Context: an optimization exercise on an open-source flow, tuned for small area and a short achievable clock period. The choices shown serve that exercise and are no tape-out recipe.
The RTL was checked by simulation tests, not by an equivalence proof against the original design.
Power and IR drop assume default switching activity.

[flow/run.sh]
#!/bin/bash
# The standard layout (standard.sh, all ORFS steps to finish) with one change:
# the buffers that buffer_ports puts on every input and output port are
# sky130_fd_sc_hd__buf_1 cells rather than the resizer's default choice
# (clkdlybuf4s50_1, a slow delay cell). The timing repair can still resize them.
# make's output goes to flow_make.log; each ORFS step logs under orfs/logs/.
set -euo pipefail
export BUFFER_PORTS_ARGS="-buffer_cell sky130_fd_sc_hd__buf_1"
bash standard.sh > flow_make.log 2>&1
[standard.sh]
#!/bin/bash
# synth_recipe.tcl (not shown) runs the flow's synth.tcl, then flattens the netlist and writes it again
# the make line also repeats each setting of config.mk as NAME=value (left out here)
make -C /OpenROAD-flow-scripts/flow DESIGN_CONFIG=/design/flow/config.mk WORK_HOME=/design/flow/orfs CLKGATE_MAP_FILE= SYNTH_SCRIPT=/design/flow/synth_recipe.tcl "${@:-finish}"
[config.mk]
export PLATFORM = sky130hd
export DESIGN_NAME = glade_shf
export DESIGN_NICKNAME = glade_shf
export VERILOG_FILES = /design/flow/design.v
export SDC_FILE = /design/flow/constraint.sdc
export NUM_CORES = 4
export LEC_CHECK = 0
export ABC_AREA = 1
export CAP_MARGIN = 30
export CORE_MARGIN = 2
export CORE_UTILIZATION = 40
export PLACE_DENSITY = 0.6
export SETUP_SLACK_MARGIN = 5
export SLEW_MARGIN = 35
export SYNTH_HIERARCHICAL = 1
export SYNTH_MINIMUM_KEEP_SIZE = 0
[constraint.sdc]
create_clock -name core_clock -period 11.0 [get_ports {clk}]
set_input_delay 2.2000 -clock core_clock [delete_from_list [all_inputs] [get_ports {clk}]]
set_output_delay 2.2000 -clock core_clock [all_outputs]
set_load 0.01 [all_outputs]
[design.v]
module glade_shf (
    input  wire        clk,
    input  wire        rst,
    input  wire        trig,
    input  wire [3:0]  op,
    input  wire [63:0] a,
    input  wire [63:0] bsrc,
    input  wire [63:0] t,
    output reg  [63:0] q,
    output reg         err
);
    integer i;
    wire op_sll    = (op == 4'd0);
    wire op_srl    = (op == 4'd1);
    wire op_sra    = (op == 4'd2);
    wire op_rol    = (op == 4'd3);
    wire op_ror    = (op == 4'd4);
    wire op_bfextu = (op == 4'd5);
    wire op_bfexts = (op == 4'd6);
    wire op_bfins  = (op == 4'd7);
    wire op_brev   = (op == 4'd8);
    wire op_bswap  = (op == 4'd9);
    wire op_clz    = (op == 4'd10);
    wire op_ctz    = (op == 4'd11);
    wire op_popc   = (op == 4'd12);
    wire op_resv   = (op[3:2] == 2'b11) & (op[1:0] != 2'b00);
    wire [5:0] n     = t[5:0];
    wire       big   = |t[63:6];
    wire [6:0] w     = t[14:8];
    wire       fbad  = (|t[7:6]) | (|t[63:15]) | (w[6] & (|w[5:0]));
    wire       op_bf = op_bfextu | op_bfexts | op_bfins;
    wire       bad   = op_resv | (op_bf & fbad);
    wire       en    = trig & ~rst & ~bad;
    wire       hold  = ~rst & ~(trig & ~bad);
    wire       left = op_sll | op_rol | op_bfins;
    reg  [5:0] r;
    always @(*) begin
        r[0] = n[0];
        for (i = 1; i < 6; i = i + 1)
            r[i] = n[i] ^ (left & (|(n & ((6'd1 << i) - 6'd1))));
    end
    wire [63:0] src = op_bfins ? bsrc : a;
    wire [63:0] s0 = r[0] ? {src[0],    src[63:1]}  : src;
    wire [63:0] s1 = r[1] ? {s0[1:0],   s0[63:2]}   : s0;
    wire [63:0] s2 = r[2] ? {s1[3:0],   s1[63:4]}   : s1;
    wire [63:0] s3 = r[3] ? {s2[7:0],   s2[63:8]}   : s2;
    wire [63:0] s4 = r[4] ? {s3[15:0],  s3[63:16]}  : s3;
    wire [63:0] rot = r[5] ? {s4[31:0], s4[63:32]}  : s4;
    wire [6:0] S   = {1'b0, n} + w;
    wire [6:0] neg = 7'd64 - {1'b0, n};
    wire op_bfext = op_bfextu | op_bfexts;
    wire e_64  = en & (op_rol | op_ror | (op_sll & ~big) | (op_bfins & S[6]));
    wire e_neg = en & (((op_srl | op_sra) & ~big) | (op_bfext & S[6]));
    wire e_w   = en & op_bfext & ~S[6];
    wire e_s   = en & op_bfins & ~S[6];
    wire [6:0] E = ({7{e_64}} & 7'd64) | ({7{e_neg}} & neg) | ({7{e_w}} & w) | ({7{e_s}} & S);
    wire [5:0] L = {6{en & (op_sll | op_bfins)}} & n;
    function automatic [63:0] ge6(input [5:0] x);
        reg [63:0] g;
        integer k, j;
        begin
            g = 64'd0;
            g[0] = 1'b1;
            for (k = 0; k < 6; k = k + 1)
                for (j = 0; j < 32; j = j + 1)
                    if (j < (1 << k)) begin
                        g[(1 << k) + j] = ~x[k] | g[j];
                        g[j]            = ~x[k] & g[j];
                    end
            ge6 = g;
        end
    endfunction
    wire [63:0] GL = ge6(L);
    wire [63:0] GE = ge6(E[5:0]);
    wire [63:0] mk = GL & ({64{E[6]}} | ~GE);
    wire [63:0] a_up = {a[62:0], 1'b0};
    wire        sign = (|w) & (S[6] ? a[63] : a_up[S[5:0]]);
    reg  [63:0] u;
    always @(*)
        for (i = 0; i < 64; i = i + 1)
            u[i] = op_clz ? t[63 - i] : t[i];
    reg [63:0] v0;
    reg [31:0] v1; reg [31:0]   p1;
    reg [15:0] v2; reg [31:0]   p2;
    reg [7:0]  v3; reg [23:0]   p3;
    reg [3:0]  v4; reg [15:0]   p4;
    reg [1:0]  v5; reg [9:0]    p5;
    reg        v6; reg [5:0]    p6;
    always @(*) begin
        v0 = u;
        for (i = 0; i < 32; i = i + 1) begin
            v1[i] = v0[2*i] | v0[2*i+1];
            p1[i] = ~v0[2*i];
        end
        for (i = 0; i < 16; i = i + 1) begin
            v2[i] = v1[2*i] | v1[2*i+1];
            p2[2*i +: 2] = v1[2*i] ? {1'b0, p1[2*i]} : {1'b1, p1[2*i+1]};
        end
        for (i = 0; i < 8; i = i + 1) begin
            v3[i] = v2[2*i] | v2[2*i+1];
            p3[3*i +: 3] = v2[2*i] ? {1'b0, p2[4*i +: 2]} : {1'b1, p2[4*i+2 +: 2]};
        end
        for (i = 0; i < 4; i = i + 1) begin
            v4[i] = v3[2*i] | v3[2*i+1];
            p4[4*i +: 4] = v3[2*i] ? {1'b0, p3[6*i +: 3]} : {1'b1, p3[6*i+3 +: 3]};
        end
        for (i = 0; i < 2; i = i + 1) begin
            v5[i] = v4[2*i] | v4[2*i+1];
            p5[5*i +: 5] = v4[2*i] ? {1'b0, p4[8*i +: 4]} : {1'b1, p4[8*i+4 +: 4]};
        end
        v6 = v5[0] | v5[1];
        p6 = v5[0] ? {1'b0, p5[4:0]} : {1'b1, p5[9:5]};
    end
    wire [6:0] tz_v = {~v6, p6 & {6{v6}}};
    wire [6:0] cnt = {7{op_clz | op_ctz}} & tz_v;
    wire f_sc  = en & ((op_sra & a[63]) | (op_bfexts & sign));
    wire f_a   = en & op_bfins;
    wire f_rev = en & op_brev;
    wire f_bsw = en & op_bswap;
    wire f_cnt = en;
    wire f_pc  = en & op_popc;
    reg [63:0] base;
    reg        fl;
    always @(*) begin
        for (i = 0; i < 64; i = i + 1) begin
            fl = f_sc | (f_a & a[i]) | (f_rev & t[63 - i]) | (f_bsw & t[8*(7 - i/8) + i%8]) | (hold & q[i]);
            if (i < 7) fl = fl | (f_cnt & cnt[i]);
            base[i] = mk[i] ? rot[i] : fl;
        end
    end
    wire [6:0] res_lo;
    glade_shf_popc u_popc (.t(t), .f_pc(f_pc), .base(base[6:0]), .res(res_lo));
    wire [63:0] res = {base[63:7], res_lo};
    always @(posedge clk) begin
        q   <= res;
        err <= ~rst & trig & bad;
    end
endmodule
module glade_shf_popc (
    input  wire [63:0] t,
    input  wire        f_pc,
    input  wire [6:0]  base,
    output wire [6:0]  res
);
    wire [2:0] pc_g0;
    glade_shf_cnt4 u_pc_g0 (.x(t[3:0]), .c(pc_g0));
    wire [2:0] pc_g1;
    glade_shf_cnt4 u_pc_g1 (.x(t[7:4]), .c(pc_g1));
    wire pc_1, pc_2; assign {pc_2, pc_1} = t[10] + t[11] + t[12];
    wire pc_3, pc_4; assign {pc_4, pc_3} = t[13] + t[14] + t[15];
    wire pc_5, pc_6; assign {pc_6, pc_5} = t[16] + t[17] + t[18];
    wire pc_7, pc_8; assign {pc_8, pc_7} = t[19] + t[20] + t[21];
    wire pc_9, pc_10; assign {pc_10, pc_9} = t[22] + t[23] + t[24];
    wire pc_11, pc_12; assign {pc_12, pc_11} = t[25] + t[26] + t[27];
    wire pc_13, pc_14; assign {pc_14, pc_13} = t[28] + t[29] + t[30];
    wire pc_15, pc_16; assign {pc_16, pc_15} = t[31] + t[32] + t[33];
    wire pc_17, pc_18; assign {pc_18, pc_17} = t[34] + t[35] + t[36];
    wire pc_19, pc_20; assign {pc_20, pc_19} = t[37] + t[38] + t[39];
    wire pc_21, pc_22; assign {pc_22, pc_21} = t[40] + t[41] + t[42];
    wire pc_23, pc_24; assign {pc_24, pc_23} = t[43] + t[44] + t[45];
    wire pc_25, pc_26; assign {pc_26, pc_25} = t[46] + t[47] + t[48];
    wire pc_27, pc_28; assign {pc_28, pc_27} = t[49] + t[50] + t[51];
    wire pc_29, pc_30; assign {pc_30, pc_29} = t[52] + t[53] + t[54];
    wire pc_31, pc_32; assign {pc_32, pc_31} = t[55] + t[56] + t[57];
    wire pc_33, pc_34; assign {pc_34, pc_33} = t[58] + t[59] + t[60];
    wire pc_35, pc_36; assign {pc_36, pc_35} = t[61] + t[62] + t[63];
    wire pc_37, pc_38; assign {pc_38, pc_37} = t[8] + t[9] + pc_1;
    wire pc_39, pc_40; assign {pc_40, pc_39} = pc_11 + pc_13 + pc_15;
    wire pc_41, pc_42; assign {pc_42, pc_41} = pc_17 + pc_19 + pc_21;
    wire pc_43, pc_44; assign {pc_44, pc_43} = pc_23 + pc_25 + pc_27;
    wire pc_45, pc_46; assign {pc_46, pc_45} = pc_29 + pc_3 + pc_31;
    wire pc_47, pc_48; assign {pc_48, pc_47} = pc_33 + pc_35 + pc_5;
    wire pc_49, pc_50; assign {pc_50, pc_49} = pc_7 + pc_9 + pc_g0[0];
    wire pc_51, pc_52; assign {pc_52, pc_51} = pc_g1[0] + pc_37 + pc_39;
    wire pc_53, pc_54; assign {pc_54, pc_53} = pc_41 + pc_43 + pc_45;
    wire pc_55, pc_56; assign {pc_56, pc_55} = pc_47 + pc_49 + pc_51;
    wire pc_57, pc_58; assign {pc_58, pc_57} = pc_10 + pc_12 + pc_14;
    wire pc_59, pc_60; assign {pc_60, pc_59} = pc_16 + pc_18 + pc_2;
    wire pc_61, pc_62; assign {pc_62, pc_61} = pc_20 + pc_22 + pc_24;
    wire pc_63, pc_64; assign {pc_64, pc_63} = pc_26 + pc_28 + pc_30;
    wire pc_65, pc_66; assign {pc_66, pc_65} = pc_32 + pc_34 + pc_36;
    wire pc_67, pc_68; assign {pc_68, pc_67} = pc_4 + pc_6 + pc_8;
    wire pc_69, pc_70; assign {pc_70, pc_69} = pc_g0[1] + pc_g1[1] + pc_38;
    wire pc_71, pc_72; assign {pc_72, pc_71} = pc_40 + pc_42 + pc_44;
    wire pc_73, pc_74; assign {pc_74, pc_73} = pc_46 + pc_48 + pc_57;
    wire pc_75, pc_76; assign {pc_76, pc_75} = pc_59 + pc_61 + pc_63;
    wire pc_77, pc_78; assign {pc_78, pc_77} = pc_65 + pc_67 + pc_50;
    wire pc_79, pc_80; assign {pc_80, pc_79} = pc_52 + pc_54 + pc_69;
    wire pc_81, pc_82; assign {pc_82, pc_81} = pc_71 + pc_73 + pc_75;
    wire pc_83, pc_84; assign {pc_84, pc_83} = pc_77 + pc_56 + pc_79;
    wire pc_85, pc_86; assign {pc_86, pc_85} = pc_g0[2] + pc_g1[2] + pc_58;
    wire pc_87, pc_88; assign {pc_88, pc_87} = pc_60 + pc_62 + pc_64;
    wire pc_89, pc_90; assign {pc_90, pc_89} = pc_66 + pc_68 + pc_70;
    wire pc_91, pc_92; assign {pc_92, pc_91} = pc_72 + pc_74 + pc_76;
    wire pc_93, pc_94; assign {pc_94, pc_93} = pc_85 + pc_87 + pc_78;
    wire pc_95, pc_96; assign {pc_96, pc_95} = pc_80 + pc_82 + pc_89;
    wire pc_97, pc_98; assign {pc_98, pc_97} = pc_91 + pc_93 + pc_84;
    wire pc_99, pc_100; assign {pc_100, pc_99} = pc_86 + pc_88 + pc_90;
    wire pc_101, pc_102; assign {pc_102, pc_101} = pc_92 + pc_94 + pc_99;
    wire pc_103, pc_104; assign {pc_104, pc_103} = pc_96 + pc_101;
    wire pc_105, pc_106; assign {pc_106, pc_105} = pc_100 + pc_102;
    wire [5:0] pc_ra = {pc_106, pc_104, pc_98, pc_95, pc_81, pc_53};
    wire [5:0] pc_rb = {1'b0, pc_105, pc_103, pc_97, pc_83, pc_55};
    wire [6:0] popc_v_full = pc_ra + pc_rb;
    wire [6:0] popc_v = popc_v_full[6:0];
    assign res = base | ({7{f_pc}} & popc_v);
endmodule
module glade_shf_cnt4 (input wire [3:0] x, output reg [2:0] c);
    always @(*)
        case (x)
            4'd0: c = 3'd0;
            4'd1: c = 3'd1;
            4'd2: c = 3'd1;
            4'd3: c = 3'd2;
            4'd4: c = 3'd1;
            4'd5: c = 3'd2;
            4'd6: c = 3'd2;
            4'd7: c = 3'd3;
            4'd8: c = 3'd1;
            4'd9: c = 3'd2;
            4'd10: c = 3'd2;
            4'd11: c = 3'd3;
            4'd12: c = 3'd2;
            4'd13: c = 3'd3;
            4'd14: c = 3'd3;
            4'd15: c = 3'd4;
        endcase
endmodule
==> results.json, run 1 <==
{
  "fmax_mhz": 167.8,
  "vias": 21570,
  "synth_edf_count": 0,
  "synthMuxAreaShare_pct": 7.389,
  "cts_inserted_buffers": 9,
  "status": "timing/DRC/antenna clean",
  "cp-start-kind": "primary input",
  "fp.coreArea_sq_um": 37670,
  "die_w_um": 199.6,
  "finalNetCount": 3223,
  "grt_start_max_net_pins": 131,
  "syn_area_sq_um": 15310,
  "wl_met1_mm": 37.28,
  "postRouteAntennaNets": 0,
  "synth.distinct_cells": 50,
  "power_density_nw_per_um2": 137.3,
  "finalSetupViolations": 0,
  "grt_usage_pct": 46.53,
  "rsz0062_at_grt": "true",
  "synth_top_area_share_pct": 21.16,
  "die-area_sq_um": 39850,
  "finalHoldViolCount": 0,
  "placedInstanceArea_sq_um": 16580,
  "grt_antenna_before_repair": 8,
  "dr_wl_met2_mm": 37.81,
  "cp.arrival_ns": 6.20,
  "cts_max_level": 3,
  "drtIter0Drc": 3490,
  "cts-hold-fix-buffers": 0,
  "syn_to_final_growth_pct": 11.84,
  "wl_mm": 95.62,
  "crit_fanout": 5,
  "clk_pin_slew_ns": 0.06,
  "root_buffer": "clkbuf_16",
  "ys_ff_latch": 65,
  "max_slew_margin_pct": 30.23,
  "die_h_um": 199.6,
  "ys_seq_area_share_pct": 8.500,
  "end_kind": "flop",
  "vdd_drop_max_mv": 0.2143,
  "postLayoutCellArea_sq_um": 17120,
  "synth_warnings": 8,
  "fin_crit_ns": 5.961,
  "synth_compound_area_share_pct": 17.26,
  "worstPathRequired_ns": 11.24,
  "report.final.slew_viol_count": 0,
  "min_period_over_period_pct": 54.19,
  "hp-class": "flop to flop",
  "port_buffers": 263,
  "grt_overflow": 0,
  "grt_first_pass_wirelength_mm": 131.5,
  "synth_xor_area_share_pct": 0.5640,
  "boundaryPins": 264,
  "grt_pass1_vias": 19000,
  "synth_nets": 3066,
  "rows": 71,
  "gp_congestion": 1.117,
  "synth_top_family_by_area": "simple AND/OR/NAND/NOR gates",
  "syn_inst": 2792,
  "fin_tns_setup_ns": 0,
  "synth-adder-area-share_pct": 8.729,
  "yosys.area.top_type": "nand2_1",
  "wl_met3_mm": 12.93,
  "wire_per_inst_um": 27.55,
  "async_reset_ff_share_pct": 0,
  "cts.path.max_buffers": 2,
  "syn_avg_cell_area_sq_um": 5.483,
  "drtPass1Iterations": 6,
  "cap_violations": 0,
  "layout-drive-gt1-share_pct": 5.687,
  "synthFlopType": "dfxtp_1",
  "finClkSkew_ns": 0,
  "p_leak_nw": 8.591,
  "vias_per_cell": 6.215,
  "clock-sinks": 65,
  "hpwlAfterDp_mm": 78.16,
  "start_util_pct": 40.64,
  "synthSimpleGateAreaFrac_pct": 46.18,
  "cts_tree": "built",
  "tightestPinTransition_ns": 1.047,
  "highest_layer": "met5",
  "clkLatencyLatePin_ns": 0.34,
  "synth_area_leaders": "nand2_1 (21%), nand3_1 (17%), dfxtp_1 (8.5%), o21ai_0 (7.5%), mux2i_1 (7.4%)",
  "nFillCells": 4274,
  "critical_path_class": "primary input to flop",
  "drc": 0
}
## final timing paths
| check | start | to | slack (ns) | cells past startpoint |
|---|---|---|---|---|
| max | t[32] | q[5] | 5.04 | 19 |
| min | q[62] | q[62] | 0.60 | 4 |
| max reg2reg | q[53] | q[53] | 9.12 | 6 |
| min reg2reg | q[62] | q[62] | 0.60 | 4 |
## sequential cells by signal (all words and copies together), names as in the netlist
| register | cells |
|---|---|
| q | 64 |
| err | 1 |
## layer usage
| layer | vias to the layer above | global-route usage (%) |
|---|---|---|
| met5 | - | 0 |
| met4 | 6 | 29.66 |
| met3 | 288 | 12.88 |
| met2 | 1655 | 65.78 |
| met1 | 9966 | 61.74 |
| li1 | 9658 | - |
## placed cells by master (no fill, tap or decap), types with 8 or more instances in the layout
cell and n:
nand2_1 860, nand3_1 527, inv_1 249, buf_1 236
o21ai_0 230, nor2_1 157, mux2i_1 113, a21oi_1 85
dfxtp_1 65, o21ai_1 48, fa_1 45, a221oi_1 38
o211ai_1 26, buf_4 25, inv_2 23, nand4_1 22
ha_1 18, buf_2 16, o22ai_1 14, nor3_1 11
nor2_2 11, clkbuf_16 11, nand2_2 9, o21bai_1 9
nor2_4 8, fa_2 8
## synth_stat cells (3+ instances only)
| cell | number |
|---|---|
| inv_2 | 19 |
| nor2_4 | 5 |
| nor3_1 | 11 |
| o21ai_0 | 230 |
| a221oi_1 | 39 |
| a21boi_0 | 4 |
| nand4_1 | 22 |
| buf_6 | 7 |
| clkinv_1 | 5 |
| buf_1 | 22 |
| o21ai_1 | 48 |
| o22ai_1 | 14 |
| clkbuf_1 | 72 |
| nand2_1 | 863 |
| nand3_2 | 4 |
| a21o_1 | 3 |
| and2_1 | 3 |
| ha_1 | 22 |
| o21bai_1 | 9 |
| mux2i_1 | 113 |
| nand3_1 | 528 |
| buf_4 | 8 |
| dfxtp_1 | 65 |
| o211ai_1 | 26 |
| or2_2 | 5 |
| xor2_1 | 8 |
| nor2_1 | 158 |
| a21oi_1 | 85 |
| nor3_2 | 3 |
| nand3b_1 | 3 |
| nand2_2 | 7 |
| fa_1 | 53 |
| buf_2 | 38 |
| inv_1 | 257 |
| or2_0 | 3 |
| nor2_2 | 13 |
## timing repair
item | CTS | global route
endpoints found under the setup margin | 64 | 39
gates resized for setup | 36 | 40
pin swaps | 4 | 12
setup buffers | 1 | 2
cloned | 0 | 2
## Yosys stat by module, one instance, submodules excluded
module / area (sq um) / times used
glade_shf_cnt4: 127.6 / 2
glade_shf: 13520 / 1
glade_shf_popc: 1535 / 1
## report_power, final
part / switching, mW / leakage, nW / internal, mW
sequential: 0.0203 / 0.528 / 0.253
combinational: 1.17 / 7.93 / 0.603
clock: 0.126 / 0.137 / 0.175
## metrics by stage
step | utilization [%] | total power [mW] | hold WS [ns] | std cells | setup slack [ns]
final | 45.45 | 2.350 | 0.5962 | 3471 | 5.039
after global routing | 45.41 | 2.487 | 0.6458 | 3465 | 4.896
after CTS | 45.02 | 2.245 | 0.5922 | 3461 | 5.003
after detailed placement | 44.01 | 1.883 | 0.5770 | 3444 | 3.968
after global placement | 43.96 | 1.871 | 0.5687 | 3444 | 4.042
after floorplan | - | 1.310 | 0.6052 | 2792 | 5.004
## layout make-up
cell class,instances,area [sq um],area share [%]
multi-input cells,2298,12450,72.73
repair buffers,294,1349,7.878
flip-flops and latches,65,1301,7.601
inverters,281,1067,6.234
well taps,511,639.4,3.735
clock buffers,9,225.2,1.315
clock inverters,7,71.32,0.4166
diodes,6,15.01,0.08770
## logic make-up (layout without fill, tap and decap cells)
logic type,count (synthesis),in the layout
compound gates,467,467
mux,113,113
other cells,0,6
flops,65,65
simple gates,1634,1634
fa+ha+maj,75,75
buf+inv,429,591
xor+xnor,9,9
## worst max-delay path, cell delays in order
cell	delay, ns
buf_4	0.15
fa_1	0.56
inv_1	0.07
fa_1	0.51
inv_1	0.06
fa_1	0.52
inv_2	0.04
fa_2	0.38
fa_2	0.36
fa_1	0.51
inv_2	0.07
ha_4	0.30
nand2_1	0.05
nor2_1	0.08
nand2_1	0.09
nand3_2	0.08
nand2_1	0.05
nand3_1	0.08
nand2_1	0.05
==> run 2, diff against run 1 <==
==> flow/run.sh (replaced) <==
#!/bin/bash
# The standard layout (standard.sh, all ORFS steps to finish) with two changes:
# - the buffers that buffer_ports puts on every input and output port are
#   sky130_fd_sc_hd__buf_1 cells rather than the resizer's default choice
#   (clkdlybuf4s50_1, a slow delay cell); the timing repair can still resize them;
# - the timing repair aims for 5.25 ns of setup slack at the fixed clock period.
# make's output goes to flow_make.log; each ORFS step logs under orfs/logs/.
set -euo pipefail
export BUFFER_PORTS_ARGS="-buffer_cell sky130_fd_sc_hd__buf_1"
export SETUP_SLACK_MARGIN=5.25
bash standard.sh > flow_make.log 2>&1
--- a/config.mk
+++ b/config.mk
@@ -7,10 +7,9 @@
 export LEC_CHECK = 0
 export ABC_AREA = 1
-export CAP_MARGIN = 30
+export CAP_MARGIN = 10
 export CORE_MARGIN = 2
 export CORE_UTILIZATION = 40
 export PLACE_DENSITY = 0.6
-export SETUP_SLACK_MARGIN = 5
-export SLEW_MARGIN = 35
+export SLEW_MARGIN = 10
 export SYNTH_HIERARCHICAL = 1
 export SYNTH_MINIMUM_KEEP_SIZE = 0
==> run 2 against run 1 <==
Effect of this change:
- still clean
- combinational power rose by 3%
- fmax increased by 0.31%
- clock skew is the same
- critical path type unchanged
==> results.json, run 2 <==
{
  "vias": 21630,
  "cts_max_level": 3,
  "finalNetCount": 3224,
  "synth.distinct_cells": 50,
  "cts.path.max_buffers": 2,
  "hp-class": "flop to flop",
  "syn_avg_cell_area_sq_um": 5.483,
  "fin_tns_setup_ns": 0,
  "postLayoutCellArea_sq_um": 17270,
  "crit_fanout": 5,
  "synth_warnings": 8,
  "synth_top_area_share_pct": 21.16,
  "postRouteAntennaNets": 0,
  "die_h_um": 199.6,
  "synth_common_cells": "nand2_1 (863), nand3_1 (528), inv_1 (257), o21ai_0 (230), nor2_1 (158)",
  "ys_seq_area_share_pct": 8.500,
  "gr-max-usage-layer": "met2",
  "met3_usage_pct": 15.27,
  "cp.arrival_ns": 6.19,
  "placedInstanceArea_sq_um": 16570,
  "start_util_pct": 40.64,
  "wl_mm": 96.52,
  "largest-register": "q",
  "met2_usage_pct": 65.86,
  "report.final.slew_viol_count": 0,
  "yosys.area.top_type": "nand2_1",
  "yosysMostFrequentCell": "nand2_1",
  "nFillCells": 4285,
  "finalHoldViolCount": 0,
  "layout_commonest_cell": "nand2_1",
  "cp-start-kind": "primary input",
  "grt_usage_pct": 47.31,
  "gp_congestion": 1.106,
  "multi_input_area_sq_um": 12510,
  "min_period_over_period_pct": 54.02,
  "grt_first_pass_wirelength_mm": 133.2,
  "synthFlopType": "dfxtp_1",
  "grt_pass1_vias": 19470,
  "worstPathRequired_ns": 11.25,
  "root_buffer": "clkbuf_16",
  "clkLatencyLatePin_ns": 0.34,
  "ff2ff_setup_slack_ns": 8.90,
  "vdd_drop_max_mv": 0.2333,
  "tightestPinTransition_ns": 1.072,
  "rows": 71,
  "finalSetupViolations": 0,
  "drtIter0Drc": 3143,
  "die-area_sq_um": 39850,
  "ys_ff_latch": 65,
  "largestRegisters": "q (64), err (1)",
  "die_w_um": 199.6,
  "async_reset_ff_share_pct": 0,
  "grt_overflow": 0,
  "critical_path_class": "primary input to flop",
  "cts_inserted_buffers": 9,
  "drtPass1Iterations": 10,
  "drc": 0,
  "vias_per_cell": 6.229,
  "wire_per_inst_um": 27.79,
  "synth_area_leaders": "nand2_1 (21%), nand3_1 (17%), dfxtp_1 (8.5%), o21ai_0 (7.5%), mux2i_1 (7.4%)",
  "cap_violations": 0,
  "synth_nets": 3066,
  "mostFrequentLayoutCells": "nand2_1 (858), nand3_1 (524), inv_1 (249), o21ai_0 (229), buf_1 (221)",
  "fmax_mhz": 168.3,
  "power_density_nw_per_um2": 142.7,
  "synth_edf_count": 0,
  "boundaryPins": 264,
  "syn_to_final_growth_pct": 12.83,
  "layout-drive-gt1-share_pct": 6.633,
  "syn_inst": 2792,
  "fin_crit_ns": 5.943,
  "clk_pin_slew_ns": 0.06,
  "finClkSkew_ns": 0,
  "p_leak_nw": 8.699,
  "met1_usage_pct": 61.05,
  "fp.coreArea_sq_um": 37670,
  "end_kind": "flop",
  "port_buffers": 263,
  "register_area_sq_um": 1301,
  "grt_start_max_net_pins": 128,
  "cts-hold-fix-buffers": 0,
  "cts_tree": "built",
  "max_slew_margin_pct": 28.52,
  "hpwlAfterDp_mm": 78.00,
  "status": "timing/DRC/antenna clean",
  "grt_antenna_before_repair": 7,
  "largest_reg_flops": 64,
  "syn_area_sq_um": 15310,
  "rsz0062_at_grt": "true",
  "clock-sinks": 65
}
run 2: cell counts after synthesis:
No cell type changed its count.
run 2: repair_timing:
action | 4_1_cts | 5_1_grt
setup buffers | 2 | 4
resized for setup | 43 | 66
setup endpoints to repair | 64 | 64
gates cloned | 0 | 3
pin swaps | 2 | 5
endpoints found under the hold margin | 0 | 0
run 2: final cells by class:
| type | count | area share, % |
|---|---|---|
| repair buffers | 294 | 7.983 |
| repair inverters | 1 | 0.04346 |
| flip-flops and latches | 65 | 7.534 |
| clock inverters | 5 | 0.5940 |
| clock buffers | 11 | 1.405 |
| diodes | 7 | 0.1014 |
| multi-input cells | 2298 | 72.41 |
| inverters | 281 | 6.230 |
| well taps | 511 | 3.702 |
run 2: final timing paths:
path | from | endpoint | cells past startpoint
min reg2reg | q[62] | q[62] | 4
max reg2reg | q[52] | q[52] | 6
max | t[36] | q[5] | 17
min | q[62] | q[62] | 4
run 2: kinds of logic after synthesis:
family / count (synthesis) / share of synthesized area, %
AO/OA/AOI/OAI: 467 / 17.26
adder cells (fa/ha/maj): 75 / 8.729
flip-flops: 65 / 8.500
buffers and inverters: 429 / 11.38
AND/OR/NAND/NOR: 1634 / 46.18
XOR/XNOR: 9 / 0.5640
multiplexers: 113 / 7.389
run 2: report_power, final:
group	switching, mW	leakage [nW]	internal (mW)
combinational	1.20	8.00	0.643
clock	0.125	0.166	0.228
sequential	0.0209	0.528	0.253
total	1.34	8.70	1.12
run 2: routing by layer:
layer  vias up  part of all wire (%)
li1       9660                     -
met1     10090                    39
met2      1584                    39
met3       300                    14
met4         4                   8.4
met5         -                 0.026
run 2: critical path, stage by stage:
cell and delay (ns):
buf_1 0.31, fa_1 0.49, inv_1 0.09, fa_1 0.45, fa_2 0.37, fa_1 0.51, fa_2 0.37, fa_2 0.59
inv_2 0.06, ha_4 0.29, nand2_1 0.06, nor2_1 0.09, nand2_1 0.07, nand3_1 0.08, nand2_1 0.05, nand3_1 0.07
nand2_1 0.05
run 2: per-module statistics from Yosys, one instance, submodules excluded:
module	times used	flip-flops and latches	cells inside	cell area, sq um
glade_shf	1	65	2586	13520
glade_shf_cnt4	2	0	24	127.6
glade_shf_popc	1	0	158	1535
run 2: through the flow:
step	hold slack [ns]	cells	util, %	power, mW	worst slack (ns)
global route	0.6255	3466	45.81	2.597	4.932
global placement	0.5618	3441	43.99	1.926	4.209
finish	0.5809	3473	45.86	2.465	5.057
floorplan	0.6052	2792	-	1.350	5.132
detailed placement	0.5613	3441	43.99	1.933	4.071
CTS	0.5767	3459	45.21	2.338	5.025
==> run 3, diff against run 2 <==
==> flow/run.sh (replaced) <==
#!/bin/bash
# The standard layout (standard.sh, all ORFS steps to finish) with two changes:
# - synthesis is ORFS's synth.tcl run by synth_recipe.tcl as usual, except that
#   abc maps the logic with flow/abc_map.script (area-oriented amap) in place
#   of ORFS's abc script; registers are mapped before abc, so they are the
#   standard synthesis's registers;
# - the buffers that buffer_ports puts on every input and output port are
#   sky130_fd_sc_hd__buf_1 cells rather than the resizer's default choice
#   (clkdlybuf4s50_1, a slow delay cell); the timing repair can still resize them.
# make's output goes to flow_make.log; each ORFS step logs under orfs/logs/.
set -euo pipefail
here=$(pwd)
sed "s#log_cmd abc {\*}\$abc_args#log_cmd abc {*}[lreplace \$abc_args 1 1 $here/flow/abc_map.script]#" \
  "$FLOW_HOME/scripts/synth.tcl" > my_synth_core.tcl
grep -q "abc_map.script" my_synth_core.tcl
sed "s#source \$::env(SCRIPTS_DIR)/synth.tcl#source $here/my_synth_core.tcl#" synth_recipe.tcl > my_synth.tcl
grep -q "my_synth_core.tcl" my_synth.tcl
sed "s#SYNTH_SCRIPT=[^ ]*#SYNTH_SCRIPT=$here/my_synth.tcl#" standard.sh > my_standard.sh
grep -q "SYNTH_SCRIPT=$here/my_synth.tcl" my_standard.sh
export BUFFER_PORTS_ARGS="-buffer_cell sky130_fd_sc_hd__buf_1"
bash my_standard.sh > flow_make.log 2>&1
==> flow/abc_map.script (new file) <==
strash
dch
amap -m
topo
stime -c
buffer -c
upsize -c
dnsize -c
--- a/config.mk
+++ b/config.mk
@@ -6,9 +6,9 @@
 export NUM_CORES = 4
 export LEC_CHECK = 0
-export ABC_AREA = 1
 export CAP_MARGIN = 10
 export CORE_MARGIN = 2
 export CORE_UTILIZATION = 40
 export PLACE_DENSITY = 0.6
+export SETUP_SLACK_MARGIN = 5
 export SLEW_MARGIN = 10
 export SYNTH_HIERARCHICAL = 1
==> run 3 against run 2 <==
Effect of this change:
- still clean
- global-route usage rose by 2.5 points
- hold slack worse by 0.11 ns
- via count shrank 11%
- wire length down 8.4%
- final cell count decreased by 28%
- sequential power grew 3%
- flip-flop and latch count stayed put
- critical path type unchanged
- critical endpoint is now q[62]
- largest cell class unchanged
==> results.json, run 3 <==
{
  "power_density_nw_per_um2": 167.0,
  "largest_reg_flops": 64,
  "synth_common_cells": "o22a_1 (294), o22ai_1 (242), inv_1 (218), nor2_1 (173), clkbuf_1 (130)",
  "hp-class": "flop to flop",
  "clk_pin_slew_ns": 0.06,
  "slowest_delay_ns": 0.46,
  "fp.coreArea_sq_um": 31720,
  "dp_cells": 2393,
  "grt_antenna_before_repair": 17,
  "synth_area_leaders": "o22a_1 (20%), o22ai_1 (12%), dfxtp_1 (10%), fa_1 (8.2%), inv_1 (6.3%)",
  "fmax_mhz": 160.4,
  "synth_warnings": 8,
  "layout-drive-gt1-share_pct": 17.63,
  "die-area_sq_um": 33760,
  "cp.depth": 25,
  "syn_avg_cell_area_sq_um": 6.928,
  "p_leak_nw": 5.947,
  "largest-register": "q",
  "postLayoutCellArea_sq_um": 16350,
  "start_util_pct": 40.74,
  "grt_pass1_vias": 16870,
  "rsz0062_at_grt": "true",
  "boundaryPins": 264,
  "syn_area_sq_um": 12920,
  "synth_top_area_share_pct": 19.93,
  "grt_start_max_net_pins": 71,
  "critPathBufInv": 7,
  "port_buffers": 263,
  "syn_to_final_growth_pct": 26.52,
  "clock-sinks": 65,
  "dp_slack_ns": 2.407,
  "worstPathRequired_ns": 11.28,
  "die_h_um": 183.7,
  "synth_nets": 2139,
  "clkLatencyLatePin_ns": 0.36,
  "drc": 0,
  "finalSetupViolations": 0,
  "critical_path_class": "primary input to flop",
  "placedInstanceArea_sq_um": 14110,
  "rows": 65,
  "synth_edf_count": 0,
  "yosys.area.top_type": "o22a_1",
  "largestRegisters": "q (64), err (1)",
  "crit_fanout": 7,
  "grt_overflow": 0,
  "cp.arrival_ns": 6.52,
  "end_kind": "flop",
  "tightestPinTransition_ns": 1.185,
  "vdd_drop_max_mv": 0.4717,
  "layout_commonest_cell": "o22a_1",
  "cts_max_level": 3,
  "min_period_over_period_pct": 56.68,
  "total_power_mw": 2.731,
  "cap_violations": 0,
  "ys_seq_area_share_pct": 10.07,
  "syn_inst": 1865,
  "vias": 19180,
  "finalHoldViolCount": 0,
  "ys_ff_latch": 65,
  "fin_tns_setup_ns": 0,
  "cts_tree": "built",
  "finalWorstSetupSlack_ns": 4.765,
  "yosysMostFrequentCell": "o22a_1",
  "crit_family": "simple AND/OR/NAND/NOR gates",
  "cp-start-kind": "primary input",
  "async_reset_ff_share_pct": 0,
  "mostFrequentLayoutCells": "o22a_1 (294), buf_1 (247), o22ai_1 (229), inv_1 (198), nor2_1 (153)",
  "root_buffer": "clkbuf_16",
  "cts.path.max_buffers": 2,
  "finalNetCount": 2351,
  "grt_first_pass_wirelength_mm": 120.5,
  "postRouteAntennaNets": 0,
  "grt_usage_pct": 49.85,
  "report.final.slew_viol_count": 0,
  "path_common_cell": "buf_4",
  "drtIter0Drc": 3604,
  "synthFlopType": "dfxtp_1",
  "hpwlAfterDp_mm": 66.86,
  "nFillCells": 3267,
  "synth.distinct_cells": 69,
  "cts_inserted_buffers": 9,
  "drtPass1Iterations": 12,
  "rr_worst_depth": 3,
  "fin_crit_ns": 6.235,
  "finClkSkew_ns": 0,
  "final_cells": 2493,
  "die_w_um": 183.7,
  "wire_per_inst_um": 35.47,
  "status": "timing/DRC/antenna clean",
  "vias_per_cell": 7.694,
  "wl_mm": 88.44,
  "crit_slowest_cell": "or4_4",
  "hold_depth": 2,
  "max_slew_margin_pct": 18.95,
  "gp_congestion": 1.101
}
[run 3: cell count changes in the layout (fill, tap and decap cells not counted), moves of 26 or more]
cell,delta
buf_4,+36
o22a_1,+294
o22ai_1,+221
mux2i_1,-113
buf_1,+26
o21ai_1,-34
nand3_1,-517
nand2_1,-776
o221ai_1,+36
o21ai_0,-188
inv_1,-51
[run 3: layout make-up]
cell class / instances / area, sq um / area share (%)
multi-input combinational: 1392 / 11040 / 67.55
timing repair buffer: 357 / 2146 / 13.13
sequential: 65 / 1301 / 7.960
inverter: 248 / 985.9 / 6.031
tap: 402 / 503.0 / 3.077
clock buffer: 9 / 225.2 / 1.378
clock inverter: 7 / 93.84 / 0.5740
timing repair inverter: 4 / 27.53 / 0.1684
antenna: 9 / 22.52 / 0.1378
[run 3: final timing paths]
| kind | start | to | slack, ns |
|---|---|---|---|
| worst max-delay path | t[17] | q[62] | 4.76 |
| worst min-delay path | q[55] | q[55] | 0.47 |
| worst min register to register | q[55] | q[55] | 0.47 |
| worst max register to register | q[30] | q[30] | 9.27 |
[run 3: cell families after synthesis]
group / after synthesis / share of synthesized area [%]
AOI/OAI and AO/OA: 956 / 55.07
xor gates and xnor gates: 2 / 0.1356
adders and majority gates: 75 / 10.34
buffers and inverters: 409 / 12.01
DFF: 65 / 10.07
and+or+nand+nor: 358 / 12.38
[run 3: Yosys stat by module (local to each module, per instance)]
module          copies in the design  flops+latches
glade_shf_cnt4                     2              0
glade_shf                          1             65
glade_shf_popc                     1              0
[run 3: timing repair]
item / 4_1_cts / 5_1_grt
buffers inserted: 27 / 33
endpoints found under the setup margin: 64 / 63
hold buffers: 0 / 0
gates cloned: 8 / 7
pin swaps: 27 / 32
gates resized for setup: 138 / 134
[run 3: where the power goes]
group	total [mW]	internal [mW]	leakage [nW]	switching, mW
Clock	0.332	0.199	0.152	0.134
Combinational	2.12	0.975	5.27	1.14
Sequential	0.280	0.253	0.529	0.0274
[run 3: tightest hold or removal path, cell delays in order (launching register included)]
cell     delay [ns]
dfxtp_1        0.31
nand2_1        0.05
a31oi_1        0.07
[run 3: layer usage]
layer | vias to the layer above | share of wire [%] | global-route usage, %
li1 | 7706 | - | -
met1 | 8973 | 35 | 59.70
met2 | 1929 | 37 | 67.52
met3 | 554 | 18 | 26.27
met4 | 20 | 9.5 | 35.04
met5 | - | 0.25 | 1.630
[run 3: metrics by stage]
| step | hold slack, ns | util [%] |
|---|---|---|
| 5_1_grt | 0.5166 | 51.48 |
| 6_report | 0.4731 | 51.54 |
| 2_1_floorplan | 0.4837 | - |
| 4_1_cts | 0.4749 | 48.41 |
| 3_3_place_gp | 0.4570 | 44.48 |
| 3_5_place_dp | 0.4562 | 44.50 |
==> run 4, diff against run 3 <==
--- a/flow/run.sh
+++ b/flow/run.sh
@@ -2,5 +2,5 @@
 # The standard layout (standard.sh, all ORFS steps to finish) with two changes:
 # - synthesis is ORFS's synth.tcl run by synth_recipe.tcl as usual, except that
-#   abc maps the logic with flow/abc_map.script (area-oriented amap) in place
+#   abc maps the logic with flow/abc_map.script (&nf with more area recovery) in place
 #   of ORFS's abc script; registers are mapped before abc, so they are the
 #   standard synthesis's registers;
==> flow/abc_map.script (replaced) <==
&get -n
&st
&dch
&nf -R 1000
&put
topo
stime -c
buffer -c
upsize -c
dnsize -c
==> run 4 against run 3 <==
Effect of this change:
- still clean on timing, DRC and antenna
- hold slack better by 0.18 ns
- sequential power grew 5%
- sequential share of layout area is 0.13 points lower
- largest cell class unchanged
==> results.json, run 4 <==
{
  "p_leak_nw": 6.514,
  "tightestPinTransition_ns": 1.013,
  "dp_cells": 2417,
  "async_reset_ff_share_pct": 0,
  "root_buffer": "clkbuf_16",
  "drc": 0,
  "grt_usage_pct": 47.41,
  "synth_common_cells": "nand2_1 (245), mux2i_1 (208), a21oi_1 (168), nor2_1 (160), o21ai_0 (119)",
  "cp-start-kind": "primary input",
  "cp.arrival_ns": 6.30,
  "finClkSkew_ns": 0,
  "finalSetupViolations": 0,
  "cap_violations": 0,
  "worstPathRequired_ns": 11.23,
  "end_kind": "flop",
  "postRouteAntennaNets": 0,
  "power_density_nw_per_um2": 137.8,
  "fmax_mhz": 164.6,
  "final_cells": 2492,
  "gp_congestion": 1.090,
  "start_util_pct": 40.81,
  "largest-register": "q",
  "p_int_mw": 1.115,
  "seqPwrFrac_pct": 12.8,
  "finalNetCount": 2306,
  "synth_edf_count": 0,
  "syn_inst": 1795,
  "yosys.area.top_type": "mux2i_1",
  "largest_reg_flops": 64,
  "grt_first_pass_wirelength_mm": 119.8,
  "syn_area_sq_um": 13750,
  "cts.path.max_buffers": 2,
  "cts-hold-fix-buffers": 0,
  "grt_pass1_vias": 15930,
  "ys_seq_area_share_pct": 9.462,
  "fin_tns_setup_ns": 0,
  "boundaryPins": 264,
  "die_w_um": 189.4,
  "fin_crit_ns": 6.075,
  "synth_warnings": 8,
  "switching_share_pct": 51.34,
  "max_slew_margin_pct": 32.46,
  "hp-class": "flop to flop",
  "clkLatencyLatePin_ns": 0.34,
  "synth_top_area_share_pct": 15.14,
  "layout_commonest_cell": "nand2_1",
  "min_period_over_period_pct": 55.23,
  "grt_overflow": 0,
  "placedInstanceArea_sq_um": 15220,
  "drtPass1Iterations": 13,
  "grt_antenna_before_repair": 9,
  "fp.coreArea_sq_um": 33700,
  "fin_util_pct": 49.34,
  "switchingPower_mw": 1.177,
  "grt_start_max_net_pins": 124,
  "cts_max_level": 3,
  "wl_mm": 88.01,
  "synthFlopType": "dfxtp_1",
  "crit_fanout": 55,
  "syn_avg_cell_area_sq_um": 7.661,
  "rsz0062_at_grt": "true",
  "status": "timing/DRC/antenna clean",
  "cts_inserted_buffers": 9,
  "syn_to_final_growth_pct": 20.91,
  "clk_pin_slew_ns": 0.06,
  "p_comb_share_pct": 72.7,
  "hpwlAfterDp_mm": 68.89,
  "critical_path_class": "primary input to flop",
  "wire_per_inst_um": 35.32,
  "die-area_sq_um": 35880,
  "vdd_drop_max_mv": 0.5448,
  "die_h_um": 189.4,
  "finalHoldViolCount": 0,
  "port_buffers": 263,
  "synth.distinct_cells": 72,
  "cts_tree": "built",
  "nFillCells": 3462,
  "largestRegisters": "q (64), err (1)",
  "synth_area_leaders": "mux2i_1 (15%), mux4_2 (13%), dfxtp_1 (9.5%), fa_1 (7.7%), nand2_1 (6.7%)",
  "synth_nets": 2069,
  "vias": 17550,
  "report.final.slew_viol_count": 0,
  "drtIter0Drc": 3082,
  "ys_ff_latch": 65,
  "layout-drive-gt1-share_pct": 18.36,
  "postLayoutCellArea_sq_um": 16630,
  "yosysMostFrequentCell": "nand2_1",
  "p_clk_share_pct": 14.5,
  "mostFrequentLayoutCells": "nand2_1 (238), buf_1 (231), mux2i_1 (200), a21oi_1 (160), nor2_1 (154)",
  "vias_per_cell": 7.041,
  "clock-sinks": 65,
  "rows": 67
}
-- run 4: cell types whose count changed in the layout (fill, tap and decap cells not counted), sizes merged, moves of 24 or more --
cell    change
a21oi      +97
a221oi     -47
a222oi     +59
inv       -159
mux2       +36
mux2i     +208
mux4       +79
nand2     +159
nand3      +79
o21ai      +78
o221a      -24
o221ai     -37
o22a      -294
o22ai     -238
-- run 4: repair_timing --
| action | 4_1_cts | 5_1_grt |
|---|---|---|
| pin swaps | 19 | 18 |
| gates cloned | 2 | 2 |
| resized for setup | 96 | 67 |
| endpoints found under the setup margin | 64 | 61 |
| setup buffers | 30 | 18 |
-- run 4: kinds of logic after synthesis --
family	synth area share [%]
AOI/OAI and AO/OA	22.78
muxes	31.03
buffers and inverters	6.123
adders and majority gates	9.717
and+or+nand+nor	19.63
xor gates and xnor gates	1.265
DFF	9.462
-- run 4: area by class of cell --
type,instances,area (sq um),share of cell area (%)
Sequential cell,65,1301,7.826
Clock inverter,6,90.09,0.5418
Clock buffer,10,239.0,1.437
Antenna cell,7,17.52,0.1054
Inverter,83,311.5,1.874
Tap cell,448,560.5,3.371
Timing Repair Buffer,358,1998,12.02
Multi-Input combinational cell,1515,12110,72.83
-- run 4: power by group through the flow --
stage	Combinational, mW	Clock [mW]	Sequential (mW)
after floorplan	0.983	0	0.280
after global placement	1.48	0	0.295
after detailed placement	1.48	0	0.294
after CTS	1.57	0.333	0.289
after global routing	1.78	0.342	0.290
final	1.67	0.332	0.293
-- run 4: critical path: stages --
cell and delay (ns):
buf_1 0.30, nor2b_2 0.36, and3_2 0.45, buf_6 0.48, mux4_2 0.41, mux2i_1 0.45
mux2_2 0.27, a21oi_1 0.15, o21ai_1 0.45, nand2_1 0.09, o21ai_1 0.22, a21oi_1 0.11
or2_2 0.30
-- run 4: path summary, 6_finish.rpt --
check	end	depth (start not counted)	slack, ns	startpoint
max	q[2]	13	4.92	op[2]
min	q[28]	4	0.66	q[28]
max reg2reg	q[3]	5	9.00	q[3]
min reg2reg	q[28]	4	0.66	q[28]
-- run 4: per-layer routing --
layer  GRT usage, %  vias up  share of wire (%)
met5              0        -             0.0091
met3          15.72      349                 15
met1          61.58     8382                 37
met4          30.05        2                8.6
met2          67.27     1603                 40
li1               -     7210                  -
-- run 4: modules after synthesis (local to each module, per instance) --
| module | cells inside | cell area [sq um] | copies in the design | flip-flops and latches |
|---|---|---|---|---|
| glade_shf_cnt4 | 12 | 98.84 | 2 | 0 |
| glade_shf_popc | 142 | 1491 | 1 | 0 |
| glade_shf | 1629 | 12060 | 1 | 65 |
-- run 4: metrics by stage --
stage | hold slack (ns) | setup slack, ns | total power [mW]
after floorplan | 0.6353 | 4.991 | 1.263
after global placement | 0.6370 | 2.919 | 1.773
after detailed placement | 0.6321 | 2.886 | 1.775
after CTS | 0.6576 | 4.998 | 2.194
after global routing | 0.7184 | 4.848 | 2.412
final | 0.6569 | 4.925 | 2.292
==> run 5, diff against run 4 <==
--- a/design.v
+++ b/design.v
@@ -41,10 +41,6 @@
     end
     wire [63:0] src = op_bfins ? bsrc : a;
-    wire [63:0] s0 = r[0] ? {src[0],    src[63:1]}  : src;
-    wire [63:0] s1 = r[1] ? {s0[1:0],   s0[63:2]}   : s0;
-    wire [63:0] s2 = r[2] ? {s1[3:0],   s1[63:4]}   : s1;
-    wire [63:0] s3 = r[3] ? {s2[7:0],   s2[63:8]}   : s2;
-    wire [63:0] s4 = r[4] ? {s3[15:0],  s3[63:16]}  : s3;
-    wire [63:0] rot = r[5] ? {s4[31:0], s4[63:32]}  : s4;
+    wire [63:0] rot;
+    glade_shf_rot u_rot (.src(src), .r(r), .rot(rot));
     wire [6:0] S   = {1'b0, n} + w;
     wire [6:0] neg = 7'd64 - {1'b0, n};
@@ -206,4 +202,16 @@
     assign res = base | ({7{f_pc}} & popc_v);
 endmodule
+module glade_shf_rot (
+    input  wire [63:0] src,
+    input  wire [5:0]  r,
+    output wire [63:0] rot
+);
+    wire [63:0] s0 = r[0] ? {src[0],    src[63:1]}  : src;
+    wire [63:0] s1 = r[1] ? {s0[1:0],   s0[63:2]}   : s0;
+    wire [63:0] s2 = r[2] ? {s1[3:0],   s1[63:4]}   : s1;
+    wire [63:0] s3 = r[3] ? {s2[7:0],   s2[63:8]}   : s2;
+    wire [63:0] s4 = r[4] ? {s3[15:0],  s3[63:16]}  : s3;
+    assign rot = r[5] ? {s4[31:0], s4[63:32]}  : s4;
+endmodule
 module glade_shf_cnt4 (input wire [3:0] x, output reg [2:0] c);
     always @(*)
==> flow/run.sh (replaced) <==
#!/bin/bash
# The standard layout (standard.sh, all ORFS steps to finish) with two changes:
# - synthesis is ORFS's synth.tcl run by synth_recipe.tcl as usual, except that
#   abc maps the rotator module (glade_shf_rot) with flow/abc_rot.script
#   (area-oriented amap) and the other modules with ORFS's own abc script;
#   registers are mapped before abc, so they are the standard synthesis's;
# - the buffers that buffer_ports puts on every input and output port are
#   sky130_fd_sc_hd__buf_1 cells rather than the resizer's default choice
#   (clkdlybuf4s50_1, a slow delay cell); the timing repair can still resize them.
# make's output goes to flow_make.log; each ORFS step logs under orfs/logs/.
set -euo pipefail
here=$(pwd)
sed "s#^\( *\)log_cmd abc {\*}\$abc_args\$#\1log_cmd abc {*}[lreplace \$abc_args 1 1 $here/flow/abc_rot.script] glade_shf_rot\n\1log_cmd abc {*}\$abc_args glade_shf glade_shf_popc glade_shf_cnt4#" \
  "$FLOW_HOME/scripts/synth.tcl" > my_synth_core.tcl
grep -q "abc_rot.script\] glade_shf_rot" my_synth_core.tcl
grep -q "abc_args glade_shf glade_shf_popc glade_shf_cnt4" my_synth_core.tcl
sed "s#source \$::env(SCRIPTS_DIR)/synth.tcl#source $here/my_synth_core.tcl#" synth_recipe.tcl > my_synth.tcl
grep -q "my_synth_core.tcl" my_synth.tcl
sed "s#SYNTH_SCRIPT=[^ ]*#SYNTH_SCRIPT=$here/my_synth.tcl#" standard.sh > my_standard.sh
grep -q "SYNTH_SCRIPT=$here/my_synth.tcl" my_standard.sh
export BUFFER_PORTS_ARGS="-buffer_cell sky130_fd_sc_hd__buf_1"
bash my_standard.sh > flow_make.log 2>&1
==> flow/abc_rot.script (new file) <==
strash
dch
amap -m
topo
stime -c
buffer -c
upsize -c
dnsize -c
--- a/config.mk
+++ b/config.mk
@@ -6,10 +6,11 @@
 export NUM_CORES = 4
 export LEC_CHECK = 0
-export CAP_MARGIN = 10
+export ABC_AREA = 1
+export CAP_MARGIN = 30
 export CORE_MARGIN = 2
 export CORE_UTILIZATION = 40
 export PLACE_DENSITY = 0.6
 export SETUP_SLACK_MARGIN = 5
-export SLEW_MARGIN = 10
+export SLEW_MARGIN = 35
 export SYNTH_HIERARCHICAL = 1
 export SYNTH_MINIMUM_KEEP_SIZE = 0
removed: flow/abc_map.script
==> run 5 against run 4 <==
Effect of this change:
- core utilization decreased by 3.7 points
- highest routed layer is now met4
- still clean
- via count increased by 15%
- power increased by 3.4%
- synthesized cell count increased by 38%
- largest cell class unchanged
- register-to-register slack improved by 0.24 ns
- non-clock buffer count decreased by 63
==> results.json, run 5 <==
{
  "dr_wl_met2_mm": 35.34,
  "min_period_over_period_pct": 55.35,
  "grt_start_max_net_pins": 118,
  "layout-drive-gt1-share_pct": 6.887,
  "ys_ff_latch": 65,
  "synth_top_area_share_pct": 17.20,
  "start_util_pct": 40.64,
  "yosysMostFrequentCell": "nand2_1",
  "highest_layer": "met4",
  "largestRegisters": "q (64), err (1)",
  "async_reset_ff_share_pct": 0,
  "end_kind": "flop",
  "critical_path_class": "primary input to flop",
  "fin_crit_ns": 6.089,
  "largest_reg_flops": 64,
  "grt_usage_pct": 43.61,
  "die_w_um": 194.3,
  "tightestPinTransition_ns": 1.015,
  "max_slew_margin_pct": 31.58,
  "cp.arrival_ns": 6.29,
  "largest-register": "q",
  "finalSetupViolations": 0,
  "rows": 69,
  "mostFrequentLayoutCells": "nand2_1 (660), inv_1 (257), o22a_1 (256), buf_1 (232), o21ai_0 (228)",
  "syn_to_final_growth_pct": 12.23,
  "fp.coreArea_sq_um": 35660,
  "fin_tns_setup_ns": 0,
  "syn_avg_cell_area_sq_um": 5.856,
  "hp-class": "flop to flop",
  "p_leak_nw": 7.333,
  "cts.path.max_buffers": 2,
  "die-area_sq_um": 37760,
  "synth_common_cells": "nand2_1 (664), inv_1 (265), o22a_1 (256), o21ai_0 (231), nor2_1 (170)",
  "synthFlopType": "dfxtp_1",
  "ys_seq_area_share_pct": 8.981,
  "drtPass1Iterations": 25,
  "finClkSkew_ns": 0,
  "vdd_drop_max_mv": 0.2464,
  "power_density_nw_per_um2": 145.7,
  "postRouteAntennaNets": 0,
  "synth_nets": 2748,
  "antenna_cells": 0,
  "root_buffer": "clkbuf_16",
  "worstPathRequired_ns": 11.21,
  "drtIter0Drc": 3339,
  "die_h_um": 194.3,
  "syn_area_sq_um": 14490,
  "cap_violations": 0,
  "grt_antenna_before_repair": 1,
  "cts_max_level": 3,
  "cts_inserted_buffers": 9,
  "crit_fanout": 21,
  "wl_met3_mm": 11.41,
  "total_power_mw": 2.369,
  "wire_per_inst_um": 27.98,
  "dp_slack_ns": 3.924,
  "vias_per_cell": 6.537,
  "cp-start-kind": "primary input",
  "wl_met1_mm": 34.11,
  "synth.distinct_cells": 49,
  "port_buffers": 263,
  "finalWorstSetupSlack_ns": 4.911,
  "status": "timing/DRC/antenna clean",
  "cts_tree": "built",
  "grt_pass1_vias": 17470,
  "finalHoldViolCount": 0,
  "drc": 0,
  "gp_congestion": 1.107,
  "synth_warnings": 8,
  "grt_first_pass_wirelength_mm": 120.3,
  "synth_area_leaders": "nand2_1 (17%), o22a_1 (15%), dfxtp_1 (9.0%), o21ai_0 (8.0%), fa_1 (7.3%)",
  "clock-sinks": 65,
  "boundaryPins": 264,
  "vias": 20190,
  "finalNetCount": 2897,
  "wl_mm": 86.44,
  "yosys.area.top_type": "nand2_1",
  "synth_edf_count": 0,
  "syn_inst": 2474,
  "rsz0062_at_grt": "true",
  "clkLatencyLatePin_ns": 0.37,
  "layout_commonest_cell": "nand2_1",
  "hpwlAfterDp_mm": 70.59,
  "report.final.slew_viol_count": 0,
  "fmax_mhz": 164.2,
  "clk_pin_slew_ns": 0.08,
  "grt_overflow": 0
}
-- run 5: layer usage --
metal	global-route usage [%]	vias to the layer above
li1	-	8928
met5	0	-
met4	22.45	0
met1	59.29	9427
met2	63.24	1557
met3	11.40	280
-- run 5: path summary, 6_finish.rpt --
check / slack, ns / startpoint / end / cells after the start
setup / recovery: 4.91 / t[9] / q[23] / 15
hold / removal: 0.61 / q[17] / q[17] / 4
hold reg to reg: 0.61 / q[17] / q[17] / 4
setup reg to reg: 9.24 / q[10] / q[10] / 6
-- run 5: cell type report --
cell class	count	area (sq um)
clock buffers	9	225.2
well taps	461	576.8
clock inverters	7	101.3
inverters	290	1102
flip-flops and latches	65	1301
multi-input cells	1962	11600
fillers	3967	19390
repair buffers	295	1350
-- run 5: power by group --
| group | switching [mW] | internal (mW) |
|---|---|---|
| combinational | 1.08 | 0.666 |
| sequential | 0.0198 | 0.252 |
| clock | 0.155 | 0.201 |
-- run 5: kinds of logic after synthesis --
kind of cell | count (synthesis) | synth area share, %
compound gates | 818 | 38.14
xor+xnor | 10 | 0.6045
fa+ha+maj | 75 | 9.223
buf+inv | 447 | 12.48
flops | 65 | 8.981
simple gates | 1059 | 30.57
-- run 5: critical path: stages --
cell and delay (ns):
buf_1 0.51, nor2_1 0.25, nand3_1 0.25, a21oi_1 0.11
nand3_1 0.20, nand2_4 0.15, nand2_4 0.19, inv_2 0.15
o21ai_1 0.14, nand2_1 0.09, nor2_2 0.08, buf_4 0.33
nand3_2 0.45, o21ai_0 0.95, o21ai_0 0.20
-- run 5: modules after synthesis (local to each module, per instance) --
module	flops+latches	cell area (sq um)	cells	copies in the design
glade_shf_cnt4	0	127.6	24	2
glade_shf	65	9278	1801	1
glade_shf_rot	0	3415	468	1
glade_shf_popc	0	1541	157	1
-- run 5: repair_timing --
action	in CTS	in global routing
pin swaps	2	20
buffers inserted	1	2
endpoints found under the setup margin	64	60
gates resized for setup	32	68
hold buffers	0	0
-- run 5: stage by stage --
stage                     area (sq um)  std cells  util (%)  hold WS, ns
after floorplan                  14500       2474         -       0.5985
after global placement           15680       3070     43.98       0.5638
after detailed placement         15690       3070     44.00       0.5899
after CTS                        16080       3087     45.09       0.6072
after global routing             16260       3089     45.60       0.6424
final                            16260       3089     45.60       0.6125

-- afterwards: timing with drivers on the ports --
The flow's constraints put no driver on any port. The routed layouts listed below were extracted and timed again, unchanged, in two steps. Step 1 sets driving cells, clkbuf_16 on the clock port and buf_2 on the other inputs (assumed; they add their load-dependent delay and slew). Step 2 adds t to the input delays and takes it off the output delays; t is the mean of the earliest and latest rising clock arrival at the registers after step 1. Input paths then give back, and output paths get back, about the clock's delay inside the block. Three values: no drivers, after step 1, after step 2; two values: the first two.
| run | t, ns | setup WS [ns] | worst data-port slew with drivers (ns) | cell pins on the clock port's net |
|---|---|---|---|---|
| run 1 | 0.393 | 5.039 / 5.051 / 4.658 | 0.06 | 1 |
| run 2 | 0.401 | 5.057 / 5.085 / 4.684 | 0.06 | 1 |
| run 3 | 0.398 | 4.765 / 4.786 / 4.388 | 0.07 | 1 |
| run 4 | 0.389 | 4.925 / 4.944 / 4.555 | 0.07 | 1 |
| run 5 | 0.422 | 4.911 / 4.935 / 4.512 | 0.06 | 1 |
After both steps every run listed still meets setup and hold. The setup slack of run 5, which loses most, moves by +0.024 ns with the drivers and by -0.399 ns with both steps.
